Background: an optimization exercise with open tools, aiming at small area and a short achievable clock period. Do not read the settings as production practice. Only simulation tests tie the RTL to the original design; equivalence was not proved. No activity file was given, so power comes from the tool's default toggle rates.

== raven ==
// pantry
module pantry (
    input  wire        clk,
    input  wire        rst,
    input  wire        cmd_valid,
    input  wire [2:0]  cmd_op,
    input  wire [2:0]  cmd_queue,
    input  wire [31:0] cmd_data,
    output reg         resp_valid,
    output reg  [31:0] resp_data,
    output reg  [15:0] resp_payload,
    output wire [5:0]  pool_free,
    output wire        pool_exhausted,
    output wire [4:0]  reserve_total,
    output reg  [15:0] overrun_count,
    output reg  [15:0] reclaimed_count,
    output wire [7:0]  q_nonempty,
    output wire [7:0]  q_full
);
Size in the first run: ~5400 cells after synthesis.
export LEC_CHECK = 0
export CAP_MARGIN = 20
export CORE_MARGIN = 2
export CORE_UTILIZATION = 40
export CTS_CLUSTER_DIAMETER = 85
export CTS_CLUSTER_SIZE = 26
export PLACE_DENSITY = 0.6
export SLEW_MARGIN = 20
create_clock -name core_clock -period 30.0 [get_ports {clk}]
standard.sh (not shown) runs the stock make flow with config.mk's settings and CLKGATE_MAP_FILE= SYNTH_SCRIPT=/design/flow/synth_recipe.tcl, a recipe that flattens the netlist after the stock synthesis.
==> flow/flow/run.sh <==
#!/bin/bash
bash standard.sh SETUP_SLACK_MARGIN=21 TNS_END_PERCENT=100 finish > standard.log 2>&1
diff inputs: raven => ember
Settings: CTS_CLUSTER_SIZE no longer set, was 26; CTS_CLUSTER_DIAMETER no longer set, was 85.
==> comparison <==
Of ember and raven, it is ember that has the lower switching share of total power.
Sort raven and ember by routed metal-1 wirelength, descending, and raven comes first.
On maximum frequency, ember does worse than raven.
Proportion of layout cells with a drive suffix above 1: ember > raven
Core util | ember vs raven | ember higher
Global-route usage was lower in raven than in ember.

---

pantry again, from the RTL that the note above started with.
==> flow/config.mk <==
export PLATFORM = sky130hd
export DESIGN_NAME = pantry
export DESIGN_NICKNAME = pantry
export VERILOG_FILES = /design/flow/design.v
export SDC_FILE = /design/flow/constraint.sdc
export NUM_CORES = 4
export LEC_CHECK = 0
export CAP_MARGIN = 20
export CORE_MARGIN = 2
export CORE_UTILIZATION = 40
export CTS_CLUSTER_DIAMETER = 70
export CTS_CLUSTER_SIZE = 22
export PLACE_DENSITY = 0.6
export SLEW_MARGIN = 20
==> flow/constraint.sdc <==
create_clock -name core_clock -period 30.0 [get_ports {clk}]
set_input_delay 6.0000 -clock core_clock [delete_from_list [all_inputs] [get_ports {clk}]]
set_output_delay 6.0000 -clock core_clock [all_outputs]
set_load 0.01 [all_outputs]
==> flow/flow/run.sh <==
#!/bin/bash
bash standard.sh SETUP_SLACK_MARGIN=20.3 TNS_END_PERCENT=100 finish > standard.log 2>&1
The starting point finished clean.
Rerun with:
==> flow/flow/run.sh (replaced) <==
#!/bin/bash
bash standard.sh SETUP_SLACK_MARGIN=22.5 TNS_END_PERCENT=100 finish > standard.log 2>&1
Critical path depth went up by 12.
Non-clock buffer count goes up by 468.
Worst setup slack gains 0.58 ns.
Cell area climbs by roughly a tenth.
Sequential power barely changes.

---

Starting RTL as in the previous note.
clock: 30.0 ns
lec_check: 0
cap_margin: 20
core_margin: 2
core_utilization: 40
cts_cluster_diameter: 70
cts_cluster_size: 22
place_density: 0.6
slew_margin: 20
==> flow/flow/run.sh <==
#!/bin/bash
bash standard.sh SETUP_SLACK_MARGIN=21 TNS_END_PERCENT=100 finish > standard.log 2>&1
The starting point went through all stages and came out clean.
Edit:
==> flow/run.sh (new file) <==
#!/bin/bash
# synth_recipe.tcl (not shown) runs the flow's synth.tcl, then flattens the netlist and writes it again
# the make line also repeats each setting of config.mk as NAME=value (left out here)
make -C /OpenROAD-flow-scripts/flow DESIGN_CONFIG=/design/flow/config.mk WORK_HOME=/design/flow/orfs CLKGATE_MAP_FILE= SYNTH_SCRIPT=/design/flow/synth_recipe.tcl finish
- CTS_CLUSTER_DIAMETER: 70 -> not set
- CTS_CLUSTER_SIZE: 22 -> not set
removed: flow/flow/run.sh
removed: flow/standard.sh
Synthesized cell count is unchanged.
Critical path depth rises by 4.
Sequential share of layout area stays flat.
Register-to-register slack stays flat.
Total power rose by 12%.
Core utilization hardly moves.

==> re-timing with driven ports <==
No port has a modelled driver above. Below, the same layouts with a new extraction and two added sets of constraints.
Step 1 assumes that a clkbuf_16 drives the clock port and a buf_2 every other input.
Step 2 moves the port delays by t, midway between the first and last clock arrival at a register: inputs arrive t later, outputs are due t later. That takes back most of the time a late clock gives input paths.
Slacks: ideal / step 1 / step 2; pairs: ideal / step 1.
run | t (ns) | setup WS [ns] | worst hold slack (ns) | worst setup path at the end | slew at the worst register clock pin (ns)
raven | 0.885 | 20.935 / 20.771 / 19.885 | 0.481 / 0.481 / 0.481 | input to register | 0.11 / 0.11
ember | 0.926 | 20.868 / 20.809 / 19.882 | 0.477 / 0.477 / 0.477 | input to register | 0.08 / 0.08
the first run of note 2 | 0.890 | 20.245 / 20.174 / 19.284 | 0.494 / 0.494 / 0.494 | input to register | 0.10 / 0.10
the second run of note 2 | 0.900 | 20.830 / 20.687 / 19.787 | 0.490 / 0.490 / 0.490 | input to register | 0.10 / 0.10
the first run of note 3 | 0.904 | 20.893 / 20.785 / 19.881 | 0.480 / 0.480 / 0.480 | input to register | 0.10 / 0.10
the second run of note 3 | 0.945 | 18.159 / 18.215 / 17.270 | 0.476 / 0.476 / 0.476 | input to register | 0.07 / 0.07
After both steps setup and hold are still met in every run listed. The setup slack of raven, which loses most, moves by -0.164 ns with the drivers and by -1.050 ns with both steps.
